What follows belongs to an exercise in optimizing a design on an open flow for small area and a short achievable clock period; a production flow would make more cautious choices. The RTL was checked by simulation tests, not by an equivalence proof against the original design.

`design/flow/flow/run.sh`:
```
#!/bin/bash
# Standard layout (the standard.sh) with these changes:
#  - no three-input XOR cells (two XOR2 are smaller than one XOR3 here), and
#    XOR2 cells only in their smallest size (synthesis upsizes them for a
#    delay target far below the clock period);
#  - ports buffered with the smallest buffer instead of a delay buffer;
#  - the timing repair aims for more setup slack than the design's margin.
set -euo pipefail
cat >> config.mk <<'EOC'
export DONT_USE_CELLS = sky130_fd_sc_hd__xor3_1 sky130_fd_sc_hd__xor3_2 sky130_fd_sc_hd__xor3_4 sky130_fd_sc_hd__xnor3_1 sky130_fd_sc_hd__xnor3_2 sky130_fd_sc_hd__xnor3_4 sky130_fd_sc_hd__xnor2_2 sky130_fd_sc_hd__xnor2_4 sky130_fd_sc_hd__xor2_2 sky130_fd_sc_hd__xor2_4
export BUFFER_PORTS_ARGS = -buffer_cell sky130_fd_sc_hd__buf_1
EOC
bash standard.sh SETUP_SLACK_MARGIN=${MARGIN:-15.5} finish > standard.log 2>&1
```
`design/flow/standard.sh`:
```
#!/bin/bash
# synth_recipe.tcl (not shown) runs the flow's synth.tcl, then flattens the netlist and writes it again
# the make line also repeats each setting of config.mk as NAME=value (left out here)
make -C /OpenROAD-flow-scripts/flow DESIGN_CONFIG=/design/flow/config.mk WORK_HOME=/design/flow/orfs CLKGATE_MAP_FILE= SYNTH_SCRIPT=/design/flow/synth_recipe.tcl "${@:-finish}"
```
`design/flow/config.mk`:
```
export PLATFORM = sky130hd
export DESIGN_NAME = chk_unit
export DESIGN_NICKNAME = chk_unit
export VERILOG_FILES = /design/flow/design.v
export SDC_FILE = /design/flow/constraint.sdc
export NUM_CORES = 4
export LEC_CHECK = 0
export CAP_MARGIN = 20
export CORE_MARGIN = 2
export CORE_UTILIZATION = 62
export SETUP_SLACK_MARGIN = 2
export SLEW_MARGIN = 40
export DONT_USE_CELLS = sky130_fd_sc_hd__xor3_1 sky130_fd_sc_hd__xor3_2 sky130_fd_sc_hd__xor3_4 sky130_fd_sc_hd__xnor3_1 sky130_fd_sc_hd__xnor3_2 sky130_fd_sc_hd__xnor3_4 sky130_fd_sc_hd__xnor2_2 sky130_fd_sc_hd__xnor2_4 sky130_fd_sc_hd__xor2_2 sky130_fd_sc_hd__xor2_4
export BUFFER_PORTS_ARGS = -buffer_cell sky130_fd_sc_hd__buf_1
```
`design/flow/constraint.sdc`:
```
create_clock -name core_clock -period 25.0 [get_ports {clk}]
set_input_delay 5.0000 -clock core_clock [delete_from_list [all_inputs] [get_ports {clk}]]
set_output_delay 5.0000 -clock core_clock [all_outputs]
set_load 0.01 [all_outputs]
```
`design/flow/design.v`:
```
module chk_unit (
    input  wire        clk,
    input  wire        rst,           
    input  wire        wr_cfg,        
    input  wire        wr_init,       
    input  wire        wr_value,      
    input  wire [31:0] wdata,
    input  wire        s_valid,
    input  wire [63:0] s_data,        
    input  wire [2:0]  s_nbm1,        
    input  wire        s_last,        
    input  wire        s_check,       
    output wire [1:0]  code,
    output wire [31:0] value,
    output wire [31:0] result,
    output wire        residue_ok,
    output wire [15:0] fail_cnt,
    output wire [15:0] refused_cnt
);
    function [31:0] width_mask(input [1:0] c);
        case (c)
            2'd0, 2'd1: width_mask = 32'hFFFF_FFFF;
            2'd2:       width_mask = 32'h0000_FFFF;
            default:    width_mask = 32'h0000_00FF;
        endcase
    endfunction
    function [31:0] init_value(input [1:0] c);
        case (c)
            2'd0, 2'd1: init_value = 32'hFFFF_FFFF;
            2'd2:       init_value = 32'h0000_FFFF;
            default:    init_value = 32'h0000_0000;
        endcase
    endfunction
    function [31:0] final_xor(input [1:0] c);
        case (c)
            2'd0, 2'd1: final_xor = 32'hFFFF_FFFF;
            2'd2:       final_xor = 32'h0000_FFFF;
            default:    final_xor = 32'h0000_0000;
        endcase
    endfunction
    function [31:0] residue(input [1:0] c);
        case (c)
            2'd0:    residue = 32'hDEBB_20E3;
            2'd1:    residue = 32'hB798_B438;
            2'd2:    residue = 32'h0000_F0B8;
            default: residue = 32'h0000_0000;
        endcase
    endfunction
    reg [1:0]  code_q;
    reg [31:0] value_q;
    reg [15:0] fail_q;
    reg [15:0] refused_q;
    reg  [3:0] chk_q;         
    wire [63:0] z    = s_data ^ {32'd0, value_q};
    wire [2:0]  sh   = ~s_nbm1;
    reg  [63:0] y;
    integer k, s;
    always @* begin
        y = 64'd0;
        for (k = 0; k < 8; k = k + 1)
            for (s = 0; s <= k; s = s + 1)
                if (sh == s)
                    y[8*k +: 8] = y[8*k +: 8] | z[8*(k-s) +: 8];
    end
    wire [23:0] y_hi = value_q[31:8] >> {s_nbm1[1:0], 3'b000};
    wire [31:0] y_tail = (s_nbm1[2] || s_nbm1 == 3'd3) ? 32'd0 : {8'd0, y_hi};
    wire t64 = y[11] ^ y[55];
    wire t65 = y[12] ^ y[35];
    wire t66 = y[9] ^ y[38];
    wire t67 = y[10] ^ y[39];
    wire t68 = y[13] ^ y[42];
    wire t69 = y[3] ^ y[8];
    wire t70 = y[32] ^ y[54];
    wire t71 = y[15] ^ y[37];
    wire t72 = y[36] ^ y[45];
    wire t73 = y[5] ^ y[34];
    wire t74 = y[4] ^ y[48];
    wire t75 = y[7] ^ y[23];
    wire t76 = y[2] ^ y[40];
    wire t77 = y[6] ^ y[22];
    wire t78 = y[31] ^ y[53];
    wire t79 = y[14] ^ y[43];
    wire t80 = y[16] ^ y[63];
    wire t81 = y[21] ^ y[41];
    wire t82 = y[50] ^ y[58];
    wire t83 = y[0] ^ y[57];
    wire t84 = y[18] ^ y[33];
    wire t85 = y[28] ^ y[47];
    wire t86 = y[30] ^ y[51];
    wire t87 = y[46] ^ y[62];
    wire t88 = y[24] ^ y[44];
    wire t89 = y[20] ^ y[49];
    wire t90 = y[52] ^ y[56];
    wire t91 = y[19] ^ y[26];
    wire t92 = y[1] ^ y[59];
    wire t93 = y[60] ^ y[61];
    wire t94 = y[17] ^ y[29];
    wire t95 = y[27] ^ t70;
    wire t96 = y[25] ^ t64;
    wire t97 = t65 ^ t81;
    wire t98 = t66 ^ t69;
    wire t99 = y[11] ^ t82;
    wire t100 = t73 ^ t76;
    wire t101 = y[14] ^ t67;
    wire t102 = y[1] ^ t75;
    wire t103 = t71 ^ t78;
    wire t104 = t68 ^ t72;
    wire t105 = t77 ^ t80;
    wire t106 = y[32] ^ t74;
    wire t107 = t84 ^ t90;
    wire t108 = y[25] ^ t79;
    wire t109 = y[7] ^ t64;
    wire t110 = t65 ^ t86;
    wire t111 = y[18] ^ t75;
    wire t112 = y[12] ^ y[62];
    wire t113 = y[52] ^ y[59];
    wire t114 = t85 ^ t94;
    wire t115 = y[38] ^ t83;
    wire t116 = y[61] ^ t87;
    wire t117 = y[41] ^ t77;
    wire t118 = y[30] ^ y[49];
    wire t119 = y[17] ^ y[33];
    wire t120 = t72 ^ t95;
    wire t121 = y[19] ^ y[39];
    wire t122 = y[31] ^ t69;
    wire t123 = y[13] ^ y[36];
    wire t124 = y[15] ^ t76;
    wire t125 = y[47] ^ y[58];
    wire t126 = y[43] ^ t89;
    wire t127 = y[34] ^ y[55];
    wire t128 = y[4] ^ y[40];
    wire t129 = y[5] ^ t88;
    wire t130 = t83 ^ t91;
    wire t131 = y[42] ^ y[46];
    wire t132 = y[31] ^ t74;
    wire t133 = y[10] ^ y[57];
    wire t134 = y[36] ^ t68;
    wire t135 = t92 ^ t93;
    wire t136 = y[24] ^ y[54];
    wire t137 = y[15] ^ y[27];
    wire t138 = y[8] ^ t66;
    wire t139 = y[37] ^ y[50];
    wire t140 = y[16] ^ t67;
    wire t141 = y[6] ^ y[9];
    wire t142 = y[53] ^ t102;
    wire t143 = y[11] ^ t71;
    wire t144 = y[3] ^ y[56];
    wire t145 = y[23] ^ t73;
    wire t146 = y[24] ^ y[26];
    wire t147 = y[22] ^ t81;
    wire t148 = y[29] ^ y[51];
    wire t149 = y[44] ^ t96;
    wire t150 = y[0] ^ y[47];
    wire t151 = t67 ^ t79;
    wire t152 = y[44] ^ t89;
    wire t153 = y[17] ^ t84;
    wire t154 = y[60] ^ y[63];
    wire t155 = y[2] ^ y[37];
    wire t156 = y[21] ^ t80;
    wire t157 = y[1] ^ t87;
    wire t158 = y[28] ^ t113;
    wire t159 = y[14] ^ t82;
    wire t160 = y[12] ^ t70;
    wire t161 = y[34] ^ y[35];
    wire t162 = y[0] ^ t88;
    wire t163 = y[48] ^ t114;
    wire t164 = y[30] ^ y[52];
    wire t165 = t78 ^ t93;
    wire t166 = y[1] ^ y[16];
    wire t167 = t66 ^ t120;
    wire t168 = y[45] ^ t92;
    wire t169 = y[54] ^ t125;
    wire t170 = y[22] ^ y[27];
    wire t171 = t71 ^ t110;
    wire t172 = y[13] ^ y[55];
    wire t173 = y[62] ^ t99;
    wire t174 = y[8] ^ t72;
    wire t175 = y[25] ^ t85;
    wire t176 = y[60] ^ t107;
    wire t177 = y[5] ^ t97;
    wire t178 = y[54] ^ t78;
    wire t179 = y[12] ^ y[41];
    wire t180 = y[33] ^ y[49];
    wire t181 = y[39] ^ t105;
    wire t182 = y[38] ^ t122;
    wire t183 = y[51] ^ t131;
    wire t184 = y[20] ^ y[58];
    wire t185 = y[53] ^ y[57];
    wire t186 = y[20] ^ t94;
    wire t187 = t88 ^ t108;
    wire t188 = t79 ^ t83;
    wire t189 = y[13] ^ y[35];
    wire t190 = y[18] ^ y[40];
    wire t191 = y[6] ^ t98;
    wire t192 = t90 ^ t104;
    wire t193 = y[4] ^ t89;
    wire t194 = t68 ^ t112;
    wire t195 = t100 ^ t136;
    wire t196 = y[39] ^ t127;
    wire t197 = y[26] ^ y[32];
    wire t198 = t107 ^ t118;
    wire t199 = y[56] ^ t69;
    wire t200 = t111 ^ t126;
    wire t201 = y[46] ^ t76;
    wire t202 = y[7] ^ t91;
    wire t203 = t92 ^ t109;
    wire t204 = y[10] ^ y[52];
    wire t205 = y[10] ^ t93;
    wire t206 = y[60] ^ t77;
    wire t207 = y[7] ^ t157;
    wire t208 = y[58] ^ t115;
    wire t209 = t87 ^ t159;
    wire t210 = y[2] ^ y[23];
    wire t211 = t111 ^ t182;
    wire t212 = y[16] ^ t75;
    wire t213 = y[59] ^ t100;
    wire t214 = y[25] ^ t106;
    wire t215 = y[57] ^ t96;
    wire t216 = t103 ^ t130;
    wire t217 = y[21] ^ y[62];
    wire t218 = t91 ^ t137;
    wire t219 = y[37] ^ t122;
    wire t220 = t86 ^ t128;
    wire t221 = y[45] ^ t93;
    wire t222 = t105 ^ t121;
    wire t223 = y[16] ^ t120;
    wire t224 = y[50] ^ t145;
    wire t225 = y[19] ^ t139;
    wire t226 = t65 ^ t85;
    wire t227 = t86 ^ t172;
    wire t228 = y[46] ^ t155;
    wire t229 = y[29] ^ t72;
    wire t230 = t91 ^ t143;
    wire t231 = y[47] ^ y[59];
    wire t232 = y[34] ^ t101;
    wire t233 = y[60] ^ t123;
    wire t234 = y[21] ^ t119;
    wire t235 = y[53] ^ t65;
    wire t236 = y[30] ^ t132;
    wire t237 = t104 ^ t116;
    wire t238 = y[38] ^ t64;
    wire t239 = y[0] ^ t97;
    wire t240 = t66 ^ t119;
    wire t241 = t102 ^ t117;
    wire t242 = t80 ^ t82;
    wire t243 = y[3] ^ t101;
    wire t244 = t96 ^ t168;
    wire t245 = y[19] ^ t74;
    wire t246 = y[48] ^ t149;
    wire t247 = y[48] ^ t94;
    wire t248 = t163 ^ t208;
    wire t249 = t121 ^ t135;
    wire t250 = y[27] ^ t176;
    wire t251 = y[31] ^ y[63];
    wire t252 = y[26] ^ t129;
    wire t253 = y[51] ^ t160;
    wire t254 = y[9] ^ y[34];
    wire t255 = t68 ^ t103;
    wire t256 = y[61] ^ t101;
    wire t257 = t80 ^ t84;
    wire t258 = t88 ^ t224;
    wire t259 = t135 ^ t194;
    wire t260 = y[61] ^ t112;
    wire t261 = y[28] ^ t67;
    wire t262 = y[40] ^ t112;
    wire t263 = t106 ^ t146;
    wire t264 = t81 ^ t99;
    wire t265 = y[43] ^ t158;
    wire t266 = t97 ^ t115;
    wire t267 = y[3] ^ y[23];
    wire t268 = y[56] ^ t133;
    wire t269 = t153 ^ t183;
    wire t270 = y[7] ^ y[20];
    wire t271 = t98 ^ t117;
    wire t272 = t79 ^ t134;
    wire t273 = y[55] ^ t241;
    wire t274 = t129 ^ t134;
    wire t275 = t179 ^ t196;
    wire t276 = y[32] ^ t76;
    wire t277 = t197 ^ t258;
    wire t278 = y[8] ^ y[12];
    wire t279 = t64 ^ t140;
    wire t280 = t106 ^ t244;
    wire t281 = y[28] ^ y[31];
    wire t282 = t71 ^ t109;
    wire t283 = y[13] ^ y[45];
    wire t284 = y[20] ^ t149;
    wire t285 = t87 ^ t154;
    wire t286 = t155 ^ t273;
    wire t287 = y[6] ^ t67;
    wire t288 = t124 ^ t133;
    wire t289 = t142 ^ t264;
    wire t290 = t85 ^ t129;
    wire t291 = t109 ^ t146;
    wire t292 = t95 ^ t231;
    wire t293 = y[8] ^ y[36];
    wire t294 = t68 ^ t141;
    wire t295 = t84 ^ t108;
    wire t296 = y[4] ^ t95;
    wire t297 = y[41] ^ t159;
    wire t298 = t138 ^ t192;
    wire t299 = t90 ^ t236;
    wire t300 = t65 ^ t246;
    wire t301 = t110 ^ t123;
    wire t302 = y[22] ^ t135;
    wire t303 = y[6] ^ t161;
    wire t304 = t166 ^ t206;
    wire t305 = y[61] ^ t240;
    wire t306 = t71 ^ t242;
    wire t307 = y[2] ^ t237;
    wire t308 = y[47] ^ t67;
    wire t309 = y[33] ^ t78;
    wire t310 = t90 ^ t100;
    wire t311 = t148 ^ t189;
    wire t312 = y[52] ^ t230;
    wire t313 = y[2] ^ t73;
    wire t314 = y[11] ^ t190;
    wire t315 = y[29] ^ t169;
    wire t316 = t150 ^ t167;
    wire t317 = y[34] ^ y[37];
    wire t318 = t170 ^ t171;
    wire t319 = y[30] ^ t140;
    wire t320 = t74 ^ t87;
    wire t321 = y[0] ^ y[44];
    wire t322 = y[29] ^ t91;
    wire t323 = t96 ^ t165;
    wire t324 = t103 ^ t193;
    wire t325 = y[55] ^ t92;
    wire t326 = t197 ^ t285;
    wire t327 = t180 ^ t204;
    wire t328 = t177 ^ t191;
    wire t329 = t195 ^ t225;
    wire t330 = t211 ^ t217;
    wire t331 = y[15] ^ y[41];
    wire t332 = t89 ^ t147;
    wire t333 = t86 ^ t156;
    wire t334 = t74 ^ t139;
    wire t335 = y[42] ^ t174;
    wire t336 = t98 ^ t127;
    wire t337 = y[1] ^ t257;
    wire t338 = y[27] ^ y[54];
    wire t339 = y[21] ^ y[63];
    wire t340 = y[3] ^ t73;
    wire t341 = t221 ^ t227;
    wire t342 = t85 ^ t296;
    wire t343 = y[32] ^ t300;
    wire t344 = t128 ^ t325;
    wire t345 = t158 ^ t186;
    wire t346 = t193 ^ t316;
    wire t347 = y[5] ^ y[45];
    wire t348 = y[62] ^ t124;
    wire t349 = t178 ^ t297;
    wire t350 = y[29] ^ t304;
    wire t351 = y[41] ^ t65;
    wire t352 = y[56] ^ t154;
    wire t353 = t170 ^ t195;
    wire t354 = y[17] ^ t82;
    wire t355 = y[18] ^ t78;
    wire t356 = t161 ^ t163;
    wire t357 = y[28] ^ y[49];
    wire t358 = t83 ^ t99;
    wire t359 = y[25] ^ t86;
    wire t360 = y[40] ^ y[57];
    wire t361 = y[14] ^ t77;
    wire t362 = y[38] ^ t295;
    wire t363 = t70 ^ t142;
    wire t364 = y[37] ^ t198;
    wire t365 = t200 ^ t229;
    wire t366 = t66 ^ t125;
    wire t367 = y[35] ^ t94;
    wire t368 = y[33] ^ t69;
    wire t369 = t106 ^ t367;
    wire t370 = t81 ^ t143;
    wire t371 = t108 ^ t205;
    wire t372 = y[41] ^ t284;
    wire t373 = t144 ^ t186;
    wire t374 = y[0] ^ t309;
    wire t375 = t188 ^ t305;
    wire t376 = y[4] ^ t130;
    wire t377 = t71 ^ t184;
    wire t378 = t151 ^ t210;
    wire t379 = t99 ^ t353;
    wire t380 = t92 ^ t147;
    wire t381 = y[44] ^ t175;
    wire t382 = t114 ^ t207;
    wire t383 = t64 ^ t164;
    wire t384 = y[4] ^ t98;
    wire t385 = t200 ^ t233;
    wire t386 = t97 ^ t142;
    wire t387 = t67 ^ t132;
    wire t388 = t126 ^ t212;
    wire t389 = t101 ^ t105;
    wire t390 = y[36] ^ y[40];
    wire t391 = t166 ^ t184;
    wire t392 = t390 ^ t95;
    wire t393 = t240 ^ t245;
    wire t394 = t303 ^ t383;
    wire t395 = t391 ^ t243;
    wire t396 = t392 ^ t393;
    wire t397 = t394 ^ t395;
    wire t398 = t396 ^ t397;
    wire t399 = y[36] ^ y[56];
    wire t400 = t399 ^ t109;
    wire t401 = t153 ^ t261;
    wire t402 = t213 ^ t239;
    wire t403 = t324 ^ t400;
    wire t404 = t401 ^ t402;
    wire t405 = t403 ^ t404;
    wire t406 = t70 ^ t73;
    wire t407 = t134 ^ t199;
    wire t408 = t225 ^ t314;
    wire t409 = t406 ^ t266;
    wire t410 = t407 ^ t408;
    wire t411 = t350 ^ t409;
    wire t412 = t410 ^ t411;
    wire t413 = y[4] ^ t121;
    wire t414 = t184 ^ t110;
    wire t415 = t134 ^ t413;
    wire t416 = t414 ^ t415;
    wire t417 = t375 ^ t416;
    wire t418 = t286 ^ t417;
    wire t419 = t92 ^ t134;
    wire t420 = t151 ^ t162;
    wire t421 = t377 ^ t310;
    wire t422 = t419 ^ t420;
    wire t423 = t421 ^ t422;
    wire t424 = t330 ^ t423;
    wire t425 = y[35] ^ y[60];
    wire t426 = t185 ^ t425;
    wire t427 = t168 ^ t276;
    wire t428 = t426 ^ t187;
    wire t429 = t222 ^ t370;
    wire t430 = t384 ^ t427;
    wire t431 = t428 ^ t429;
    wire t432 = t430 ^ t431;
    wire t433 = y[14] ^ t131;
    wire t434 = t164 ^ t218;
    wire t435 = t221 ^ t313;
    wire t436 = t433 ^ t241;
    wire t437 = t434 ^ t435;
    wire t438 = t436 ^ t437;
    wire t439 = t438 ^ t343;
    wire t440 = y[6] ^ t137;
    wire t441 = t146 ^ t199;
    wire t442 = t226 ^ t440;
    wire t443 = t374 ^ t388;
    wire t444 = t441 ^ t442;
    wire t445 = t307 ^ t443;
    wire t446 = t444 ^ t445;
    wire t447 = y[57] ^ t69;
    wire t448 = t123 ^ t254;
    wire t449 = t95 ^ t156;
    wire t450 = t334 ^ t447;
    wire t451 = t448 ^ t187;
    wire t452 = t449 ^ t450;
    wire t453 = t382 ^ t451;
    wire t454 = t452 ^ t453;
    wire t455 = y[1] ^ y[18];
    wire t456 = t69 ^ t148;
    wire t457 = t455 ^ t100;
    wire t458 = t152 ^ t175;
    wire t459 = t456 ^ t120;
    wire t460 = t181 ^ t457;
    wire t461 = t458 ^ t312;
    wire t462 = t459 ^ t460;
    wire t463 = t461 ^ t462;
    wire t464 = y[26] ^ y[28];
    wire t465 = t464 ^ t160;
    wire t466 = t228 ^ t229;
    wire t467 = t232 ^ t465;
    wire t468 = t466 ^ t289;
    wire t469 = t467 ^ t468;
    wire t470 = y[29] ^ t68;
    wire t471 = t136 ^ t231;
    wire t472 = t201 ^ t238;
    wire t473 = t368 ^ t470;
    wire t474 = t471 ^ t472;
    wire t475 = t473 ^ t318;
    wire t476 = t474 ^ t475;
    wire t477 = y[16] ^ t66;
    wire t478 = t85 ^ t267;
    wire t479 = t108 ^ t233;
    wire t480 = t477 ^ t478;
    wire t481 = t275 ^ t479;
    wire t482 = t480 ^ t299;
    wire t483 = t481 ^ t482;
    wire t484 = y[49] ^ y[56];
    wire t485 = t360 ^ t484;
    wire t486 = t485 ^ t252;
    wire t487 = t255 ^ t256;
    wire t488 = t369 ^ t486;
    wire t489 = t487 ^ t488;
    wire t490 = y[5] ^ y[6];
    wire t491 = t118 ^ t331;
    wire t492 = t360 ^ t490;
    wire t493 = t491 ^ t492;
    wire t494 = t173 ^ t493;
    wire t495 = t223 ^ t362;
    wire t496 = t494 ^ t495;
    wire t497 = y[6] ^ y[44];
    wire t498 = y[59] ^ t119;
    wire t499 = t281 ^ t497;
    wire t500 = t183 ^ t202;
    wire t501 = t498 ^ t499;
    wire t502 = t275 ^ t306;
    wire t503 = t500 ^ t501;
    wire t504 = t502 ^ t503;
    wire t505 = y[60] ^ t84;
    wire t506 = t86 ^ t141;
    wire t507 = t104 ^ t151;
    wire t508 = t199 ^ t245;
    wire t509 = t505 ^ t506;
    wire t510 = t203 ^ t315;
    wire t511 = t507 ^ t508;
    wire t512 = t509 ^ t510;
    wire t513 = t511 ^ t512;
    wire t514 = y[9] ^ y[19];
    wire t515 = y[46] ^ t278;
    wire t516 = t514 ^ t152;
    wire t517 = t188 ^ t205;
    wire t518 = t515 ^ t213;
    wire t519 = t282 ^ t516;
    wire t520 = t517 ^ t299;
    wire t521 = t518 ^ t519;
    wire t522 = t520 ^ t521;
    wire t523 = y[15] ^ y[32];
    wire t524 = y[47] ^ t166;
    wire t525 = t283 ^ t523;
    wire t526 = t152 ^ t165;
    wire t527 = t268 ^ t524;
    wire t528 = t525 ^ t173;
    wire t529 = t526 ^ t527;
    wire t530 = t328 ^ t528;
    wire t531 = t529 ^ t530;
    wire t532 = y[7] ^ y[9];
    wire t533 = y[59] ^ t74;
    wire t534 = t532 ^ t234;
    wire t535 = t533 ^ t253;
    wire t536 = t358 ^ t389;
    wire t537 = t534 ^ t307;
    wire t538 = t535 ^ t536;
    wire t539 = t537 ^ t538;
    wire t540 = y[5] ^ t138;
    wire t541 = t320 ^ t171;
    wire t542 = t222 ^ t292;
    wire t543 = t540 ^ t385;
    wire t544 = t541 ^ t542;
    wire t545 = t543 ^ t544;
    wire t546 = t73 ^ t93;
    wire t547 = t118 ^ t189;
    wire t548 = t339 ^ t99;
    wire t549 = t102 ^ t162;
    wire t550 = t546 ^ t547;
    wire t551 = t219 ^ t548;
    wire t552 = t549 ^ t550;
    wire t553 = t342 ^ t551;
    wire t554 = t552 ^ t553;
    wire t555 = y[19] ^ y[45];
    wire t556 = t555 ^ t122;
    wire t557 = t140 ^ t260;
    wire t558 = t359 ^ t345;
    wire t559 = t556 ^ t557;
    wire t560 = t558 ^ t559;
    wire t561 = t379 ^ t560;
    wire t562 = y[13] ^ t141;
    wire t563 = t267 ^ t96;
    wire t564 = t220 ^ t355;
    wire t565 = t562 ^ t239;
    wire t566 = t326 ^ t345;
    wire t567 = t563 ^ t564;
    wire t568 = t565 ^ t566;
    wire t569 = t567 ^ t568;
    wire t570 = y[48] ^ t68;
    wire t571 = t73 ^ t190;
    wire t572 = t97 ^ t165;
    wire t573 = t366 ^ t570;
    wire t574 = t571 ^ t181;
    wire t575 = t291 ^ t373;
    wire t576 = t572 ^ t573;
    wire t577 = t574 ^ t575;
    wire t578 = t576 ^ t577;
    wire t579 = y[34] ^ y[58];
    wire t580 = y[61] ^ t579;
    wire t581 = t98 ^ t107;
    wire t582 = t194 ^ t580;
    wire t583 = t215 ^ t380;
    wire t584 = t388 ^ t581;
    wire t585 = t582 ^ t583;
    wire t586 = t584 ^ t585;
    wire t587 = y[8] ^ y[22];
    wire t588 = y[59] ^ t68;
    wire t589 = t88 ^ t217;
    wire t590 = t254 ^ t587;
    wire t591 = t235 ^ t352;
    wire t592 = t354 ^ t588;
    wire t593 = t589 ^ t590;
    wire t594 = t376 ^ t378;
    wire t595 = t591 ^ t592;
    wire t596 = t593 ^ t594;
    wire t597 = t595 ^ t596;
    wire t598 = y[15] ^ y[43];
    wire t599 = t88 ^ t113;
    wire t600 = t598 ^ t115;
    wire t601 = t145 ^ t153;
    wire t602 = t599 ^ t214;
    wire t603 = t222 ^ t341;
    wire t604 = t600 ^ t601;
    wire t605 = t602 ^ t603;
    wire t606 = t604 ^ t605;
    wire t607 = y[10] ^ t118;
    wire t608 = t144 ^ t111;
    wire t609 = t320 ^ t607;
    wire t610 = t252 ^ t323;
    wire t611 = t608 ^ t609;
    wire t612 = t167 ^ t610;
    wire t613 = t611 ^ t612;
    wire t614 = y[24] ^ y[56];
    wire t615 = t91 ^ t139;
    wire t616 = t180 ^ t251;
    wire t617 = t278 ^ t347;
    wire t618 = t614 ^ t116;
    wire t619 = t287 ^ t615;
    wire t620 = t616 ^ t617;
    wire t621 = t215 ^ t618;
    wire t622 = t619 ^ t620;
    wire t623 = t342 ^ t621;
    wire t624 = t622 ^ t623;
    wire t625 = y[5] ^ y[25];
    wire t626 = y[50] ^ y[54];
    wire t627 = t80 ^ t90;
    wire t628 = t625 ^ t626;
    wire t629 = t627 ^ t628;
    wire t630 = t243 ^ t301;
    wire t631 = t376 ^ t629;
    wire t632 = t382 ^ t630;
    wire t633 = t631 ^ t632;
    wire t634 = t70 ^ t98;
    wire t635 = t257 ^ t308;
    wire t636 = t311 ^ t313;
    wire t637 = t216 ^ t634;
    wire t638 = t635 ^ t636;
    wire t639 = t637 ^ t638;
    wire t640 = y[19] ^ y[43];
    wire t641 = y[59] ^ t73;
    wire t642 = t123 ^ t640;
    wire t643 = t147 ^ t228;
    wire t644 = t641 ^ t642;
    wire t645 = t279 ^ t643;
    wire t646 = t644 ^ t248;
    wire t647 = t250 ^ t645;
    wire t648 = t646 ^ t647;
    wire t649 = y[23] ^ y[30];
    wire t650 = y[42] ^ t144;
    wire t651 = t317 ^ t649;
    wire t652 = t152 ^ t235;
    wire t653 = t314 ^ t361;
    wire t654 = t650 ^ t651;
    wire t655 = t249 ^ t652;
    wire t656 = t653 ^ t654;
    wire t657 = t248 ^ t655;
    wire t658 = t656 ^ t657;
    wire t659 = y[13] ^ t82;
    wire t660 = t136 ^ t659;
    wire t661 = t236 ^ t249;
    wire t662 = t266 ^ t348;
    wire t663 = t660 ^ t365;
    wire t664 = t661 ^ t662;
    wire t665 = t663 ^ t664;
    wire t666 = y[55] ^ t80;
    wire t667 = t276 ^ t359;
    wire t668 = t666 ^ t209;
    wire t669 = t219 ^ t249;
    wire t670 = t274 ^ t332;
    wire t671 = t667 ^ t668;
    wire t672 = t669 ^ t670;
    wire t673 = t671 ^ t672;
    wire t674 = y[20] ^ t141;
    wire t675 = t148 ^ t190;
    wire t676 = t281 ^ t106;
    wire t677 = t145 ^ t218;
    wire t678 = t242 ^ t674;
    wire t679 = t675 ^ t215;
    wire t680 = t237 ^ t243;
    wire t681 = t676 ^ t677;
    wire t682 = t678 ^ t679;
    wire t683 = t680 ^ t681;
    wire t684 = t682 ^ t683;
    wire t685 = y[7] ^ y[18];
    wire t686 = t89 ^ t154;
    wire t687 = t685 ^ t115;
    wire t688 = t196 ^ t361;
    wire t689 = t686 ^ t263;
    wire t690 = t301 ^ t348;
    wire t691 = t687 ^ t688;
    wire t692 = t689 ^ t690;
    wire t693 = t691 ^ t692;
    wire t694 = y[46] ^ y[49];
    wire t695 = y[50] ^ y[63];
    wire t696 = t79 ^ t694;
    wire t697 = t695 ^ t96;
    wire t698 = t696 ^ t288;
    wire t699 = t302 ^ t697;
    wire t700 = t211 ^ t356;
    wire t701 = t698 ^ t699;
    wire t702 = t700 ^ t701;
    wire t703 = y[49] ^ t133;
    wire t704 = t172 ^ t116;
    wire t705 = t234 ^ t703;
    wire t706 = t265 ^ t384;
    wire t707 = t704 ^ t705;
    wire t708 = t318 ^ t706;
    wire t709 = t707 ^ t277;
    wire t710 = t708 ^ t709;
    wire t711 = y[4] ^ t66;
    wire t712 = t72 ^ t78;
    wire t713 = t145 ^ t162;
    wire t714 = t175 ^ t311;
    wire t715 = t711 ^ t712;
    wire t716 = t173 ^ t389;
    wire t717 = t713 ^ t714;
    wire t718 = t715 ^ t250;
    wire t719 = t716 ^ t717;
    wire t720 = t718 ^ t719;
    wire t721 = y[56] ^ t125;
    wire t722 = t146 ^ t95;
    wire t723 = t105 ^ t124;
    wire t724 = t721 ^ t341;
    wire t725 = t722 ^ t723;
    wire t726 = t362 ^ t386;
    wire t727 = t724 ^ t725;
    wire t728 = t726 ^ t727;
    wire t729 = y[0] ^ y[42];
    wire t730 = t729 ^ t143;
    wire t731 = t252 ^ t315;
    wire t732 = t371 ^ t730;
    wire t733 = t731 ^ t732;
    wire t734 = t330 ^ t733;
    wire t735 = y[30] ^ y[43];
    wire t736 = t735 ^ t138;
    wire t737 = t162 ^ t218;
    wire t738 = t260 ^ t181;
    wire t739 = t736 ^ t737;
    wire t740 = t280 ^ t738;
    wire t741 = t739 ^ t740;
    wire t742 = y[52] ^ t251;
    wire t743 = t317 ^ t130;
    wire t744 = t262 ^ t366;
    wire t745 = t742 ^ t380;
    wire t746 = t743 ^ t744;
    wire t747 = t246 ^ t365;
    wire t748 = t745 ^ t746;
    wire t749 = t747 ^ t748;
    wire t750 = t83 ^ t114;
    wire t751 = t126 ^ t235;
    wire t752 = t383 ^ t335;
    wire t753 = t337 ^ t750;
    wire t754 = t751 ^ t752;
    wire t755 = t753 ^ t277;
    wire t756 = t754 ^ t755;
    wire t757 = y[50] ^ y[52];
    wire t758 = y[60] ^ t66;
    wire t759 = t83 ^ t757;
    wire t760 = t110 ^ t117;
    wire t761 = t140 ^ t178;
    wire t762 = t758 ^ t759;
    wire t763 = t244 ^ t290;
    wire t764 = t760 ^ t761;
    wire t765 = t762 ^ t763;
    wire t766 = t764 ^ t765;
    wire t767 = y[26] ^ y[58];
    wire t768 = t767 ^ t102;
    wire t769 = t201 ^ t247;
    wire t770 = t287 ^ t192;
    wire t771 = t253 ^ t323;
    wire t772 = t768 ^ t769;
    wire t773 = t770 ^ t771;
    wire t774 = t772 ^ t773;
    wire t775 = y[13] ^ t69;
    wire t776 = t76 ^ t79;
    wire t777 = t179 ^ t185;
    wire t778 = t116 ^ t775;
    wire t779 = t776 ^ t777;
    wire t780 = t291 ^ t292;
    wire t781 = t778 ^ t779;
    wire t782 = t364 ^ t780;
    wire t783 = t781 ^ t782;
    wire t784 = y[33] ^ y[57];
    wire t785 = t137 ^ t784;
    wire t786 = t194 ^ t245;
    wire t787 = t352 ^ t785;
    wire t788 = t336 ^ t381;
    wire t789 = t786 ^ t787;
    wire t790 = t349 ^ t788;
    wire t791 = t789 ^ t790;
    wire t792 = y[2] ^ y[14];
    wire t793 = y[35] ^ y[63];
    wire t794 = t93 ^ t792;
    wire t795 = t793 ^ t147;
    wire t796 = t794 ^ t269;
    wire t797 = t795 ^ t312;
    wire t798 = t796 ^ t797;
    wire t799 = t346 ^ t798;
    wire t800 = y[53] ^ t210;
    wire t801 = t331 ^ t800;
    wire t802 = t259 ^ t358;
    wire t803 = t373 ^ t801;
    wire t804 = t802 ^ t803;
    wire t805 = y[2] ^ y[3];
    wire t806 = y[4] ^ y[18];
    wire t807 = y[58] ^ t136;
    wire t808 = t805 ^ t806;
    wire t809 = t188 ^ t807;
    wire t810 = t808 ^ t259;
    wire t811 = t333 ^ t809;
    wire t812 = t810 ^ t811;
    wire t813 = y[27] ^ y[29];
    wire t814 = y[36] ^ t144;
    wire t815 = t813 ^ t115;
    wire t816 = t116 ^ t132;
    wire t817 = t814 ^ t232;
    wire t818 = t337 ^ t370;
    wire t819 = t381 ^ t815;
    wire t820 = t816 ^ t817;
    wire t821 = t818 ^ t819;
    wire t822 = t820 ^ t821;
    wire t823 = y[10] ^ y[43];
    wire t824 = t137 ^ t823;
    wire t825 = t97 ^ t104;
    wire t826 = t824 ^ t198;
    wire t827 = t326 ^ t344;
    wire t828 = t825 ^ t826;
    wire t829 = t827 ^ t828;
    wire t830 = y[38] ^ y[42];
    wire t831 = y[44] ^ y[55];
    wire t832 = t82 ^ t113;
    wire t833 = t339 ^ t830;
    wire t834 = t831 ^ t247;
    wire t835 = t355 ^ t832;
    wire t836 = t833 ^ t256;
    wire t837 = t834 ^ t835;
    wire t838 = t836 ^ t837;
    wire t839 = y[53] ^ t71;
    wire t840 = t81 ^ t87;
    wire t841 = t100 ^ t227;
    wire t842 = t327 ^ t839;
    wire t843 = t840 ^ t841;
    wire t844 = t842 ^ t223;
    wire t845 = t248 ^ t843;
    wire t846 = t844 ^ t845;
    wire t847 = y[3] ^ t92;
    wire t848 = t131 ^ t238;
    wire t849 = t847 ^ t181;
    wire t850 = t848 ^ t349;
    wire t851 = t356 ^ t364;
    wire t852 = t849 ^ t850;
    wire t853 = t851 ^ t852;
    wire t854 = y[22] ^ y[28];
    wire t855 = y[46] ^ t854;
    wire t856 = t95 ^ t99;
    wire t857 = t212 ^ t220;
    wire t858 = t327 ^ t855;
    wire t859 = t177 ^ t255;
    wire t860 = t856 ^ t857;
    wire t861 = t858 ^ t859;
    wire t862 = t860 ^ t861;
    wire t863 = y[8] ^ y[16];
    wire t864 = y[24] ^ t113;
    wire t865 = t863 ^ t114;
    wire t866 = t117 ^ t238;
    wire t867 = t864 ^ t224;
    wire t868 = t253 ^ t272;
    wire t869 = t374 ^ t865;
    wire t870 = t866 ^ t867;
    wire t871 = t868 ^ t869;
    wire t872 = t870 ^ t871;
    wire t873 = t196 ^ t247;
    wire t874 = t294 ^ t171;
    wire t875 = t176 ^ t187;
    wire t876 = t873 ^ t363;
    wire t877 = t874 ^ t875;
    wire t878 = t876 ^ t877;
    wire t879 = y[16] ^ y[38];
    wire t880 = y[61] ^ t127;
    wire t881 = t189 ^ t879;
    wire t882 = t174 ^ t178;
    wire t883 = t202 ^ t880;
    wire t884 = t881 ^ t187;
    wire t885 = t198 ^ t288;
    wire t886 = t882 ^ t883;
    wire t887 = t884 ^ t885;
    wire t888 = t886 ^ t887;
    wire t889 = y[9] ^ y[17];
    wire t890 = y[39] ^ t161;
    wire t891 = t889 ^ t199;
    wire t892 = t890 ^ t209;
    wire t893 = t216 ^ t891;
    wire t894 = t223 ^ t892;
    wire t895 = t893 ^ t372;
    wire t896 = t894 ^ t895;
    wire t897 = y[26] ^ t156;
    wire t898 = t226 ^ t268;
    wire t899 = t377 ^ t269;
    wire t900 = t344 ^ t897;
    wire t901 = t898 ^ t167;
    wire t902 = t899 ^ t900;
    wire t903 = t901 ^ t902;
    wire t904 = y[12] ^ y[32];
    wire t905 = t321 ^ t904;
    wire t906 = t103 ^ t905;
    wire t907 = t906 ^ t298;
    wire t908 = t350 ^ t907;
    wire t909 = t283 ^ t228;
    wire t910 = t319 ^ t909;
    wire t911 = t363 ^ t375;
    wire t912 = t910 ^ t911;
    wire t913 = t64 ^ t124;
    wire t914 = t153 ^ t157;
    wire t915 = t162 ^ t169;
    wire t916 = t182 ^ t232;
    wire t917 = t913 ^ t914;
    wire t918 = t915 ^ t916;
    wire t919 = t917 ^ t918;
    wire t920 = y[18] ^ t80;
    wire t921 = t121 ^ t144;
    wire t922 = t150 ^ t254;
    wire t923 = t124 ^ t351;
    wire t924 = t920 ^ t921;
    wire t925 = t922 ^ t923;
    wire t926 = t924 ^ t280;
    wire t927 = t925 ^ t926;
    wire t928 = y[33] ^ t204;
    wire t929 = t347 ^ t152;
    wire t930 = t201 ^ t928;
    wire t931 = t216 ^ t271;
    wire t932 = t369 ^ t929;
    wire t933 = t930 ^ t931;
    wire t934 = t932 ^ t933;
    wire t935 = y[6] ^ t84;
    wire t936 = t131 ^ t340;
    wire t937 = t935 ^ t319;
    wire t938 = t936 ^ t289;
    wire t939 = t937 ^ t938;
    wire t940 = t346 ^ t939;
    wire t941 = y[8] ^ y[43];
    wire t942 = t77 ^ t941;
    wire t943 = t183 ^ t226;
    wire t944 = t234 ^ t942;
    wire t945 = t203 ^ t387;
    wire t946 = t943 ^ t944;
    wire t947 = t329 ^ t945;
    wire t948 = t946 ^ t947;
    wire t949 = t148 ^ t150;
    wire t950 = t949 ^ t271;
    wire t951 = t310 ^ t385;
    wire t952 = t950 ^ t951;
    wire t953 = t343 ^ t952;
    wire t954 = t88 ^ t118;
    wire t955 = t141 ^ t130;
    wire t956 = t334 ^ t368;
    wire t957 = t954 ^ t192;
    wire t958 = t256 ^ t955;
    wire t959 = t956 ^ t386;
    wire t960 = t957 ^ t958;
    wire t961 = t959 ^ t960;
    wire t962 = y[51] ^ t133;
    wire t963 = t104 ^ t108;
    wire t964 = t138 ^ t962;
    wire t965 = t207 ^ t324;
    wire t966 = t963 ^ t964;
    wire t967 = t965 ^ t966;
    wire t968 = t379 ^ t967;
    wire t969 = y[26] ^ y[46];
    wire t970 = y[51] ^ t70;
    wire t971 = t85 ^ t113;
    wire t972 = t969 ^ t970;
    wire t973 = t971 ^ t149;
    wire t974 = t306 ^ t378;
    wire t975 = t972 ^ t328;
    wire t976 = t973 ^ t974;
    wire t977 = t975 ^ t976;
    wire t978 = y[27] ^ y[40];
    wire t979 = y[51] ^ t119;
    wire t980 = t978 ^ t308;
    wire t981 = t979 ^ t203;
    wire t982 = t219 ^ t263;
    wire t983 = t980 ^ t981;
    wire t984 = t982 ^ t983;
    wire t985 = y[11] ^ t179;
    wire t986 = t357 ^ t100;
    wire t987 = t138 ^ t985;
    wire t988 = t214 ^ t986;
    wire t989 = t987 ^ t250;
    wire t990 = t988 ^ t989;
    wire t991 = y[50] ^ y[61];
    wire t992 = t180 ^ t185;
    wire t993 = t991 ^ t261;
    wire t994 = t294 ^ t322;
    wire t995 = t340 ^ t351;
    wire t996 = t992 ^ t993;
    wire t997 = t994 ^ t995;
    wire t998 = t996 ^ t997;
    wire t999 = y[10] ^ y[29];
    wire t1000 = t270 ^ t338;
    wire t1001 = t999 ^ t220;
    wire t1002 = t303 ^ t1000;
    wire t1003 = t173 ^ t272;
    wire t1004 = t1001 ^ t1002;
    wire t1005 = t1003 ^ t1004;
    wire t1006 = t79 ^ t86;
    wire t1007 = t251 ^ t293;
    wire t1008 = t321 ^ t158;
    wire t1009 = t1006 ^ t1007;
    wire t1010 = t177 ^ t282;
    wire t1011 = t1008 ^ t1009;
    wire t1012 = t1010 ^ t1011;
    wire t1013 = t150 ^ t338;
    wire t1014 = t132 ^ t151;
    wire t1015 = t156 ^ t202;
    wire t1016 = t262 ^ t1013;
    wire t1017 = t1014 ^ t1015;
    wire t1018 = t1016 ^ t298;
    wire t1019 = t1017 ^ t1018;
    wire t1020 = y[17] ^ t90;
    wire t1021 = t91 ^ t128;
    wire t1022 = t103 ^ t109;
    wire t1023 = t115 ^ t157;
    wire t1024 = t160 ^ t1020;
    wire t1025 = t1021 ^ t290;
    wire t1026 = t332 ^ t335;
    wire t1027 = t1022 ^ t1023;
    wire t1028 = t1024 ^ t1025;
    wire t1029 = t1026 ^ t1027;
    wire t1030 = t1028 ^ t1029;
    wire t1031 = y[5] ^ y[20];
    wire t1032 = t78 ^ t133;
    wire t1033 = t293 ^ t1031;
    wire t1034 = t107 ^ t322;
    wire t1035 = t1032 ^ t1033;
    wire t1036 = t209 ^ t214;
    wire t1037 = t1034 ^ t1035;
    wire t1038 = t1036 ^ t1037;
    wire t1039 = t286 ^ t1038;
    wire t1040 = y[27] ^ y[33];
    wire t1041 = y[42] ^ t75;
    wire t1042 = t89 ^ t185;
    wire t1043 = t1040 ^ t169;
    wire t1044 = t1041 ^ t1042;
    wire t1045 = t191 ^ t213;
    wire t1046 = t230 ^ t333;
    wire t1047 = t1043 ^ t1044;
    wire t1048 = t1045 ^ t1046;
    wire t1049 = t1047 ^ t1048;
    wire t1050 = t270 ^ t95;
    wire t1051 = t206 ^ t354;
    wire t1052 = t239 ^ t265;
    wire t1053 = t336 ^ t387;
    wire t1054 = t1050 ^ t1051;
    wire t1055 = t1052 ^ t1053;
    wire t1056 = t1054 ^ t1055;
    wire t1057 = y[9] ^ y[21];
    wire t1058 = y[35] ^ y[53];
    wire t1059 = t75 ^ t84;
    wire t1060 = t128 ^ t148;
    wire t1061 = t357 ^ t1057;
    wire t1062 = t1058 ^ t1059;
    wire t1063 = t1060 ^ t1061;
    wire t1064 = t274 ^ t279;
    wire t1065 = t302 ^ t1062;
    wire t1066 = t1063 ^ t1064;
    wire t1067 = t1065 ^ t1066;
    wire t1068 = y[11] ^ y[23];
    wire t1069 = t94 ^ t112;
    wire t1070 = t164 ^ t1068;
    wire t1071 = t117 ^ t174;
    wire t1072 = t1069 ^ t1070;
    wire t1073 = t371 ^ t1071;
    wire t1074 = t1072 ^ t329;
    wire t1075 = t1073 ^ t1074;
    wire t1076 = y[26] ^ y[63];
    wire t1077 = t1076 ^ t110;
    wire t1078 = t111 ^ t116;
    wire t1079 = t191 ^ t255;
    wire t1080 = t1077 ^ t1078;
    wire t1081 = t1079 ^ t1080;
    wire t1082 = t372 ^ t1081;
    wire [31:0] w0 = {t639, t633, t624, t613, t606, t597, t586, t578, t569, t561, t554, t545, t539, t531, t522, t513, t504, t496, t489, t483, t476, t469, t463, t454, t446, t439, t432, t424, t418, t412, t405, t398};
    wire [31:0] w1 = {t903, t896, t888, t878, t872, t862, t853, t846, t838, t829, t822, t812, t804, t799, t791, t783, t774, t766, t756, t749, t741, t734, t728, t720, t710, t702, t693, t684, t673, t665, t658, t648};
    wire [15:0] w2 = {t1012, t1005, t998, t990, t984, t977, t968, t961, t953, t948, t940, t934, t927, t919, t912, t908};
    wire [7:0] w3 = {t1082, t1075, t1067, t1056, t1049, t1039, t1030, t1019};
    reg [1:0]  ctl_code;
    reg [31:0] ctl_value;
    always @* begin
        ctl_code  = code_q;
        ctl_value = value_q;
        if (wr_cfg) begin
            ctl_code  = wdata[1:0];
            ctl_value = value_q & width_mask(wdata[1:0]);
        end
        if (wr_init)
            ctl_value = init_value(ctl_code);
        if (wr_value)
            ctl_value = wdata & width_mask(ctl_code);
    end
    wire [1:0]  n_writes = {1'b0, wr_cfg} + {1'b0, wr_init} + {1'b0, wr_value};
    wire [16:0] ref_sum  = {1'b0, refused_q} + {15'd0, n_writes};
    wire        eq0 = (value_q == 32'hDEBB_20E3);
    wire        eq1 = (value_q == 32'hB798_B438);
    wire        eq2 = (value_q[15:0] == 16'hF0B8);
    wire        eq3 = (value_q[7:0] == 8'h00);
    reg         rok;
    always @* begin
        case (code_q)
            2'd0:    rok = eq0;
            2'd1:    rok = eq1;
            2'd2:    rok = eq2;
            default: rok = eq3;
        endcase
    end
    wire        fail = |(chk_q & ~{eq3, eq2, eq1, eq0});
    wire [15:0] fail_now = (fail && fail_q != 16'hFFFF) ? fail_q + 16'd1 : fail_q;
    wire        take  = s_valid & ~rst;
    wire [3:0]  sel   = {4{take}} & (4'b0001 << code_q);
    wire [31:0] pick  = ({32{sel[0]}} & w0) | ({32{sel[1]}} & w1) |
                        {16'd0, {16{sel[2]}} & w2} | {24'd0, {8{sel[3]}} & w3};
    wire [31:0] early = rst ? 32'd0 : s_valid ? y_tail : ctl_value;
    wire [31:0] value_d = pick ^ early;
    always @(posedge clk)
        value_q <= value_d;
    always @(posedge clk) begin
        if (rst) begin
            code_q    <= 2'd1;
            fail_q    <= 16'd0;
            refused_q <= 16'd0;
            chk_q     <= 4'd0;
        end else begin
            fail_q <= fail_now;
            chk_q  <= {4{s_valid & s_last & s_check}} & (4'b0001 << code_q);
            if (s_valid) begin
                refused_q <= ref_sum[16] ? 16'hFFFF : ref_sum[15:0];
            end else begin
                code_q  <= ctl_code;
            end
        end
    end
    assign code        = code_q;
    assign value       = value_q;
    assign result      = {~(value_q[31:16] | {16{code_q[1]}}),
                          ~(value_q[15:8] | {8{code_q == 2'd3}}),
                          value_q[7:0] ^ {8{code_q != 2'd3}}};
    assign residue_ok  = rok;
    assign fail_cnt    = fail_now;
    assign refused_cnt = refused_q;
endmodule
```
==> flow_summary.toml, run 1 <==
[run_status]
status = "no timing/DRC/antenna violations"

[placed_design]
pre_cts_slack_ns = 14.68
placed_area_um2 = 17350
dp_hpwl_mm = 58.31
numPortBuffers = 205
dp.cells = 2530
place.gp.congestion = 1.311

[grt]
grt_use_met1_pct = 64.05
overflow = 0
grt_max_degree = 63
use_met2_pct = 77.56
top_usage_layer = "met2"
met3_usage_pct = 26.15
grt_pass1_vias = 15830
grt_pass1_wl_mm = 104.7
antenna_found_initial = 0
grtUsageTotal_pct = 54.54

[yosys]
yosysUniqueCellTypes = 56
synth.top_cell.area_share_pct = 49.92
synth-simple-area-share_pct = 9.999
synthXorXnorAreaFrac_pct = 61.69
synth_area_leaders = "xnor2_1, xor2_1, dfxtp_1"
synth_top_flop_cell = "dfxtp_1"
synth_nets = 2079
synth_adder_area_share_pct = 0.4968
syn_inst = 1967
synthesis.area_um2 = 15620
yosysMostFrequentCell = "xnor2_1"
synth_common_cells = "xnor2_1, xor2_1, nor2_1"
yosys-mux-area-fraction_pct = 3.686
avgSynthCellArea_um2 = 7.939
synth_area_leader_cell = "xnor2_1"
seq_area_frac_synth_pct = 8.974
synth_compound_area_share_pct = 12.22
synth_edf_count = 0
ys_ff_latch = 70
ys_async_sr_fraction_pct = 0
ys_warn_count = 1
synth_top_family_by_area = "XOR/XNOR gates"

[setup_path]
critPathMostFrequentCell = "xnor2_1"
cp-startpoint = "s_nbm1[1]"
cp_num_buf_inv = 4
critPathTopFamily = "XOR/XNOR gates"
critPathSlowestCell = "or3b_2"
criticalPathCategory = "in2reg"
cp_data_arrival_time_ns = 9.74
cp.required_ns = 25.27
critical-path-max-stage-delay_ns = 0.74
cp-start-kind = "input port"
r2r_start = "value_q[22]"
cp-end-kind = "register"
cp_cell_sequence = "clkbuf_2 > buf_6 > or3b_2 > o22ai_1 > nor3_2 > buf_4 > xnor2_1 > xor2_1 > buf_2 > xor2_1 > xnor2_1 > xnor2_1 > xnor2_1 > o22ai_1 > a211oi_1 > xor2_1"
critPathMaxFanout = 48

[route]
drtAntennaViolNets = 0
vias = 17050
detail_route.wl_per_cell_um = 28.83
post_drt_via_cell_ratio = 6.658
wl_mm = 73.84
drt_iter0_markers = 3238
dr.pass1.iters = 12
drc_errors = 0

[sta]
fmax_mhz = 105.5
fin_crit_sh_pct = 37.90
slew_headroom_pct = 25.52
fin_skew_ns = 0.006656
hold_violations = 0
drv_slew = 0
rsz0062_at_grt = "no"
post-route-min-period_ns = 9.474
fin_setup_tns_ns = 0
tightest_slew_ns = 1.109
setup_viol_count_final = 0
setup_ws_ns = 15.53

[die]
io_pins = 206
dieArea_um2 = 26470
core_area_um2 = 24960
start_util_pct = 62.56
num_rows = 58
die_w_um = 162.7
die_h_um = 162.7

[clock_network]
cts_htree_levels = 3
cts.sinks = 70
cts_tree = "done"
clock_latency_ns = 0.34
postCtsHoldBufs = 0
clockBufferDepth = 2
cts_buffers = 9
root_buffer = "clkbuf_16"
clk_pin_slew_ns = 0.06

[final_layout]
fillers = 2120
area_growth_pct = 13.68
design_area_um2 = 17750
layout.nets = 2338
n_antenna_cell = 0
fin_cells = 2561
drive_gt1_share_pct = 8.965

[min_path]
hp-class = "reg2reg"
min_from = "refused_q[0]"

[job]
cap_violations = 0
[logic make-up (layout without fill, tap and decap cells)]
family	Yosys count	count (layout)
AO/OA/AOI/OAI	306	306
XOR/XNOR	1100	1100
adder cells (fa/ha/maj)	5	5
buffers and inverters	116	380
flip-flops	70	70
multiplexers	57	57
AND/OR/NAND/NOR	313	313
[worst min-delay path, stage by stage (launching register included)]
cell     delay [ns]
dfxtp_1        0.33
nor2_1         0.10
nor3_1         0.05
[metrics by stage]
step | util (%) | hold slack [ns]
floorplan | - | 0.5187
global placement | 68.88 | 0.4927
detailed placement | 69.52 | 0.5051
CTS | 70.71 | 0.5166
global route | 71.12 | 0.5359
finish | 71.12 | 0.5198
[layer usage]
metal  share of wire (%)  routed length (um)
met2                  39               28700
met3                  17               12710
met5                0.18                 135
met4                 9.5                7040
met1                  34               25260
[state kept, by name (all words and copies together) (netlist names)]
signal     cells
chk_q          4
fail_q        16
refused_q     16
code_q         2
value_q       32
[layout make-up]
| class | count | area (um2) | share of cell area [%] |
|---|---|---|---|
| flip-flops and latches | 70 | 1403 | 7.901 |
| clock inverters | 4 | 22.52 | 0.1269 |
| multi-input cells | 1781 | 13830 | 77.91 |
| well taps | 330 | 412.9 | 2.326 |
| inverters | 19 | 71.32 | 0.4017 |
| repair buffers | 345 | 1765 | 9.944 |
| clock buffers | 12 | 246.5 | 1.388 |
[cell usage in the layout, fill, tap and decap left out, types with 28 or more instances in the layout]
cell and n:
nor2_1 119, o22ai_1 122, buf_1 201, o21ai_0 33, buf_2 28, xor2_1 210
mux2i_1 53, a21oi_1 80, buf_4 106, nand2_1 48, xnor2_1 890, dfxtp_1 69
[worst paths after layout]
check	to	slack [ns]	depth (start not counted)
setup / recovery	value_q[6]	15.53	16
hold reg to reg	refused_q[0]	0.52	2
hold / removal	refused_q[0]	0.52	2
setup reg to reg	value_q[0]	20.11	13
[what timing repair did]
action | 4_1_cts | 5_1_grt
pin swaps | 3 | 1
setup buffers | 3 | 2
gates resized for setup | 3 | 5
hold endpoints to repair | 0 | 0
endpoints found under the setup margin | 9 | 16
==> run 2, diff against run 1 <==
--- a/design/flow/flow/run.sh
+++ b/design/flow/flow/run.sh
@@ -10,4 +10,4 @@
 export DONT_USE_CELLS = sky130_fd_sc_hd__xor3_1 sky130_fd_sc_hd__xor3_2 sky130_fd_sc_hd__xor3_4 sky130_fd_sc_hd__xnor3_1 sky130_fd_sc_hd__xnor3_2 sky130_fd_sc_hd__xnor3_4 sky130_fd_sc_hd__xnor2_2 sky130_fd_sc_hd__xnor2_4 sky130_fd_sc_hd__xor2_2 sky130_fd_sc_hd__xor2_4
 export BUFFER_PORTS_ARGS = -buffer_cell sky130_fd_sc_hd__buf_1
 EOC
-bash standard.sh SETUP_SLACK_MARGIN=${MARGIN:-15.5} finish > standard.log 2>&1
+bash standard.sh SETUP_SLACK_MARGIN=${MARGIN:-16} finish > standard.log 2>&1
==> flow_summary.toml, run 2 <==
[run_status]
status = "no timing/DRC/antenna violations"

[yosys]
yosysMostFrequentCell = "xnor2_1"
seq_area_frac_synth_pct = 8.974
avgSynthCellArea_um2 = 7.939
synth.top_cell.area_share_pct = 49.92
yosysUniqueCellTypes = 56
synth_nets = 2079
synth_common_cells = "xnor2_1, xor2_1, nor2_1"
synth_edf_count = 0
ys_ff_latch = 70
synthesis.area_um2 = 15620
synth_area_leader_cell = "xnor2_1"
synth_area_leaders = "xnor2_1, xor2_1, dfxtp_1"
ys_warn_count = 1
synth_top_flop_cell = "dfxtp_1"
ys_async_sr_fraction_pct = 0
syn_inst = 1967

[route]
post_drt_via_cell_ratio = 6.690
wl_mm = 75.22
vias = 17500
drtAntennaViolNets = 0
drt_iter0_markers = 3375
detail_route.wl_per_cell_um = 28.75
dr.pass1.iters = 9
drc_errors = 0

[sta]
drv_slew = 0
hold_violations = 0
fin_crit_sh_pct = 36.54
slew_headroom_pct = 26.68
setup_ws_ns = 15.86
fmax_mhz = 109.5
setup_viol_count_final = 0
rsz0062_at_grt = "no"
fin_skew_ns = 0.007033
post-route-min-period_ns = 9.136
fin_setup_tns_ns = 0
tightest_slew_ns = 1.092

[grt]
antenna_found_initial = 0
grtUsageTotal_pct = 54.53
overflow = 0
grt_use_met1_pct = 64.52
met3_usage_pct = 24.62
top_usage_layer = "met2"
grt_max_degree = 63
grt_pass1_vias = 15950
grt_pass1_wl_mm = 104.8
use_met2_pct = 77.33

[setup_path]
critical-path-max-stage-delay_ns = 0.87
cp_cell_sequence = "clkbuf_2 > clkbuf_8 > nand3b_1 > buf_4 > o22ai_1 > nor3_1 > buf_4 > xnor2_1 > xnor2_1 > xnor2_1 > xnor2_1 > xnor2_1 > xnor2_1 > o22ai_1 > nor2_1 > xor2_1"
cp-start-kind = "input port"
critPathMostFrequentCell = "xnor2_1"
cp-end-kind = "register"
cp.required_ns = 25.27
reg2reg_setup_slack_ns = 20.09
cp_data_arrival_time_ns = 9.41
critPathSlowestCell = "xnor2_1"
criticalPathCategory = "in2reg"
critPathMaxFanout = 48

[final_layout]
area_growth_pct = 16.59
mostFrequentLayoutCells = "xnor2_1, xor2_1, buf_1"
layout.nets = 2392
reg_top3 = "value_q: 32 flops, fail_q: 16 flops, refused_q: 16 flops"
largest_register_ffs = 32
multi_input_area_um2 = 13870
max_flop_register = "value_q"
fillers = 2032
layout_commonest_cell = "xnor2_1"
regArea_um2 = 1403
drive_gt1_share_pct = 11.29

[placed_design]
numPortBuffers = 205
place.gp.congestion = 1.311
dp_hpwl_mm = 58.31
pre_cts_slack_ns = 14.68

[clock_network]
root_buffer = "clkbuf_16"
postCtsHoldBufs = 0
clockBufferDepth = 2
cts.sinks = 70
clock_latency_ns = 0.34
cts_tree = "done"
clk_pin_slew_ns = 0.06
cts_htree_levels = 3
cts_buffers = 9

[die]
start_util_pct = 62.56
dieArea_um2 = 26470
io_pins = 206
num_rows = 58
core_area_um2 = 24960
die_w_um = 162.7
die_h_um = 162.7

[job]
cap_violations = 0

[min_path]
hp-class = "reg2reg"
-- run 2: cells by family after synthesis --
group	count (synthesis)	share of synthesized area, %
AOI/OAI and AO/OA	306	12.22
xor gates and xnor gates	1100	61.69
adders and majority gates	5	0.4968
buffers and inverters	116	2.932
DFF	70	8.974
muxes	57	3.686
and+or+nand+nor	313	9.999
-- run 2: metal layers --
| metal | part of all wire, % | vias to the layer above |
|---|---|---|
| met4 | 10 | 6 |
| li1 | - | 7143 |
| met2 | 38 | 1821 |
| met5 | 0.27 | - |
| met1 | 34 | 7946 |
| met3 | 18 | 584 |
-- run 2: final timing paths --
kind,start,endpoint,depth (start not counted)
max,s_nbm1[1],value_q[3],16
min,refused_q[0],refused_q[0],2
max reg2reg,value_q[10],value_q[8],12
min reg2reg,refused_q[0],refused_q[0],2
-- run 2: worst max-delay path: cells and delay by family --
family	cells	cell delay, ns
buffers and inverters	4	1.11
xor gates and xnor gates	7	2.36
and+or+nand+nor	3	0.69
AOI/OAI and AO/OA	2	0.21
-- run 2: final cells by class --
cell class	count	area share, %
timing repair buffer	399	11.98
clock buffer	12	1.354
tap	330	2.268
multi-input combinational	1781	76.17
antenna	1	0.01374
inverter	19	0.3917
clock inverter	4	0.1237
sequential	70	7.704
-- run 2: timing repair --
action	in CTS	in global routing
setup endpoints to repair	31	19
resized for setup	12	9
pin swaps	7	18
setup buffers	13	46
-- run 2: metrics by stage --
stage | instance area [um2] | util, % | hold WS (ns) | instances
4_1_cts | 17760 | 71.15 | 0.5166 | 2559
3_3_place_gp | 17200 | 68.88 | 0.4927 | 2505
5_1_grt | 18200 | 72.92 | 0.5359 | 2615
3_5_place_dp | 17350 | 69.52 | 0.5051 | 2530
6_report | 18210 | 72.93 | 0.5198 | 2616
2_1_floorplan | 15620 | - | 0.5187 | 1967
==> run 3, diff against run 2 <==
--- a/design/flow/config.mk
+++ b/design/flow/config.mk
@@ -9,6 +9,6 @@
 export CORE_MARGIN = 2
 export CORE_UTILIZATION = 62
 export SETUP_SLACK_MARGIN = 2
-export SLEW_MARGIN = 40
+export SLEW_MARGIN = 20
 export DONT_USE_CELLS = sky130_fd_sc_hd__xor3_1 sky130_fd_sc_hd__xor3_2 sky130_fd_sc_hd__xor3_4 sky130_fd_sc_hd__xnor3_1 sky130_fd_sc_hd__xnor3_2 sky130_fd_sc_hd__xnor3_4 sky130_fd_sc_hd__xnor2_2 sky130_fd_sc_hd__xnor2_4 sky130_fd_sc_hd__xor2_2 sky130_fd_sc_hd__xor2_4
 export BUFFER_PORTS_ARGS = -buffer_cell sky130_fd_sc_hd__buf_1
==> flow_summary.toml, run 3 <==
[sta]
tightest_slew_ns = 1.256
fin_setup_tns_ns = 0
setup_ws_ns = 15.89
hold-worst-slack_ns = 0.5230
post-route-min-period_ns = 9.108
fmax_mhz = 109.8
hold_violations = 0
setup_viol_count_final = 0
rsz0062_at_grt = "no"
slew_headroom_pct = 15.98
fin_crit_sh_pct = 36.43
fin_skew_ns = 0.006986
drv_slew = 0

[clock_network]
cts_buffers = 9
clockBufferDepth = 2
cts_tree = "done"
cts_htree_levels = 3
root_buffer = "clkbuf_16"
clk_pin_slew_ns = 0.06
cts.sinks = 70
postCtsHoldBufs = 0
clock_latency_ns = 0.34

[grt]
grtUsageTotal_pct = 54.82
grt_pass1_vias = 16150
grt_max_degree = 63
overflow = 0
antenna_found_initial = 1
grt_pass1_wl_mm = 105.7

[final_layout]
layout_commonest_cell = "xnor2_1"
reg_top3 = "value_q: 32 flops, fail_q: 16 flops, refused_q: 16 flops"
mostFrequentLayoutCells = "xnor2_1, xor2_1, buf_1, buf_4, o22ai_1"
largest_register_ffs = 32
n_antenna_cell = 0
max_flop_register = "value_q"
drive_gt1_share_pct = 11.63
postLayoutCoreUtil_pct = 73.67
area_growth_pct = 17.77
layout.nets = 2404

[run_status]
status = "no timing/DRC/antenna violations"

[setup_path]
cp-start-kind = "input port"
cp-end-kind = "register"
cp.required_ns = 25.27
criticalPathCategory = "in2reg"
r2r_cells = 13
cp_data_arrival_time_ns = 9.38
reg2reg_setup_slack_ns = 20.14
critPathMaxFanout = 48

[yosys]
ys_warn_count = 1
synth_nets = 2079
synth_area_leaders = "xnor2_1, xor2_1, dfxtp_1"
syn_inst = 1967
ys_ff_latch = 70
synth_common_cells = "xnor2_1, xor2_1, nor2_1"
seq_area_frac_synth_pct = 8.974
synth.top_cell.area_share_pct = 49.92
synth_top_flop_cell = "dfxtp_1"
synthesis.area_um2 = 15620
synth_area_leader_cell = "xnor2_1"
yosysUniqueCellTypes = 56
avgSynthCellArea_um2 = 7.939
ys_async_sr_fraction_pct = 0
yosysMostFrequentCell = "xnor2_1"
synth_edf_count = 0

[route]
dr.pass1.iters = 10
post_drt_via_cell_ratio = 6.733
drc_errors = 0
wl_mm = 75.96
vias = 17680
drtAntennaViolNets = 0
detail_route.wl_per_cell_um = 28.93
drt_iter0_markers = 3421

[placed_design]
dp_hpwl_mm = 57.70
numPortBuffers = 205
place.gp.congestion = 1.311
pre_cts_slack_ns = 14.62

[min_path]
hp-class = "reg2reg"
holdPathStages = 2

[die]
num_rows = 58
core_area_um2 = 24960
die_w_um = 162.7
dieArea_um2 = 26470
io_pins = 206
die_h_um = 162.7
start_util_pct = 62.56

[job]
cap_violations = 0
-- run 3: cell counts after synthesis --
No cell type changed its count.
-- run 3: worst max-delay path: stages --
cell	delay [ns]
clkbuf_2	0.08
buf_6	0.37
nor2b_1	0.18
buf_4	0.25
nor2b_1	0.23
a21oi_1	0.09
nor2_1	0.97
xnor2_1	0.30
xnor2_1	0.21
xnor2_1	0.46
xnor2_1	0.28
xnor2_1	0.32
o22ai_1	0.14
nor2_1	0.30
xor2_1	0.17
-- run 3: worst paths after layout --
kind                     start      endpoint
hold / removal    refused_q[0]  refused_q[0]
setup / recovery     s_nbm1[1]    value_q[3]
hold reg to reg   refused_q[0]  refused_q[0]
setup reg to reg   value_q[23]   value_q[11]
-- run 3: routing by layer --
| layer | routed length (um) | vias up | global-route usage (%) |
|---|---|---|---|
| met5 | 176 | - | 2.273 |
| met4 | 7971 | 6 | 40.14 |
| met3 | 13950 | 658 | 26.43 |
| met2 | 29300 | 1841 | 78.58 |
| met1 | 24560 | 8012 | 62.96 |
| li1 | - | 7164 | - |
-- run 3: cell families after synthesis --
group / Yosys count / share of synthesized area, %
xor gates and xnor gates: 1100 / 61.69
buffers and inverters: 116 / 2.932
muxes: 57 / 3.686
adders and majority gates: 5 / 0.4968
AOI/OAI and AO/OA: 306 / 12.22
DFF: 70 / 8.974
and+or+nand+nor: 313 / 9.999
-- run 3: what timing repair did --
action	4_1_cts	5_1_grt
setup endpoints to repair	32	27
gates cloned	0	0
pin swaps	21	25
gates resized for setup	12	10
setup buffers	50	53
-- run 3: cell type report --
| cell class | instances | area (um2) |
|---|---|---|
| Sequential cell | 70 | 1401 |
| Tap cell | 330 | 412.9 |
| Multi-Input combinational cell | 1781 | 13860 |
| Clock buffer | 11 | 242.7 |
| Timing Repair Buffer | 411 | 2356 |
| Clock inverter | 4 | 47.55 |
| Inverter | 19 | 71.32 |
| Fill cell | 1975 | 6573 |
-- run 3: stage by stage --
step	cells	cell area [um2]
6_report	2626	18390
3_3_place_gp	2505	17200
4_1_cts	2571	17940
3_5_place_dp	2506	17200
5_1_grt	2626	18390
2_1_floorplan	1967	15620

separate check: timing with driven ports:
The results above use ideal ports. As a check the final layouts listed here were re-extracted and re-timed, cells and wires unchanged.
Step 1: set_driving_cell puts a clkbuf_16 on clk and a buf_2 on each other input, an assumption about the parent block.
Step 2 moves the port delays by t, midway between the first and last clock arrival at a register: inputs arrive t later, outputs are due t later. That takes back most of the time a late clock gives input paths.
Slacks: ideal ports / drivers / drivers and shift; pairs: ideal ports / drivers.
run | t (ns) | setup slack, ns | worst data-port slew with drivers (ns)
run 1 | 0.377 | 15.526 / 15.544 / 15.167 | 0.04
run 2 | 0.378 | 15.864 / 15.883 / 15.505 | 0.05
run 3 | 0.373 | 15.892 / 15.908 / 15.535 | 0.05
After both steps every run listed still meets setup and hold.
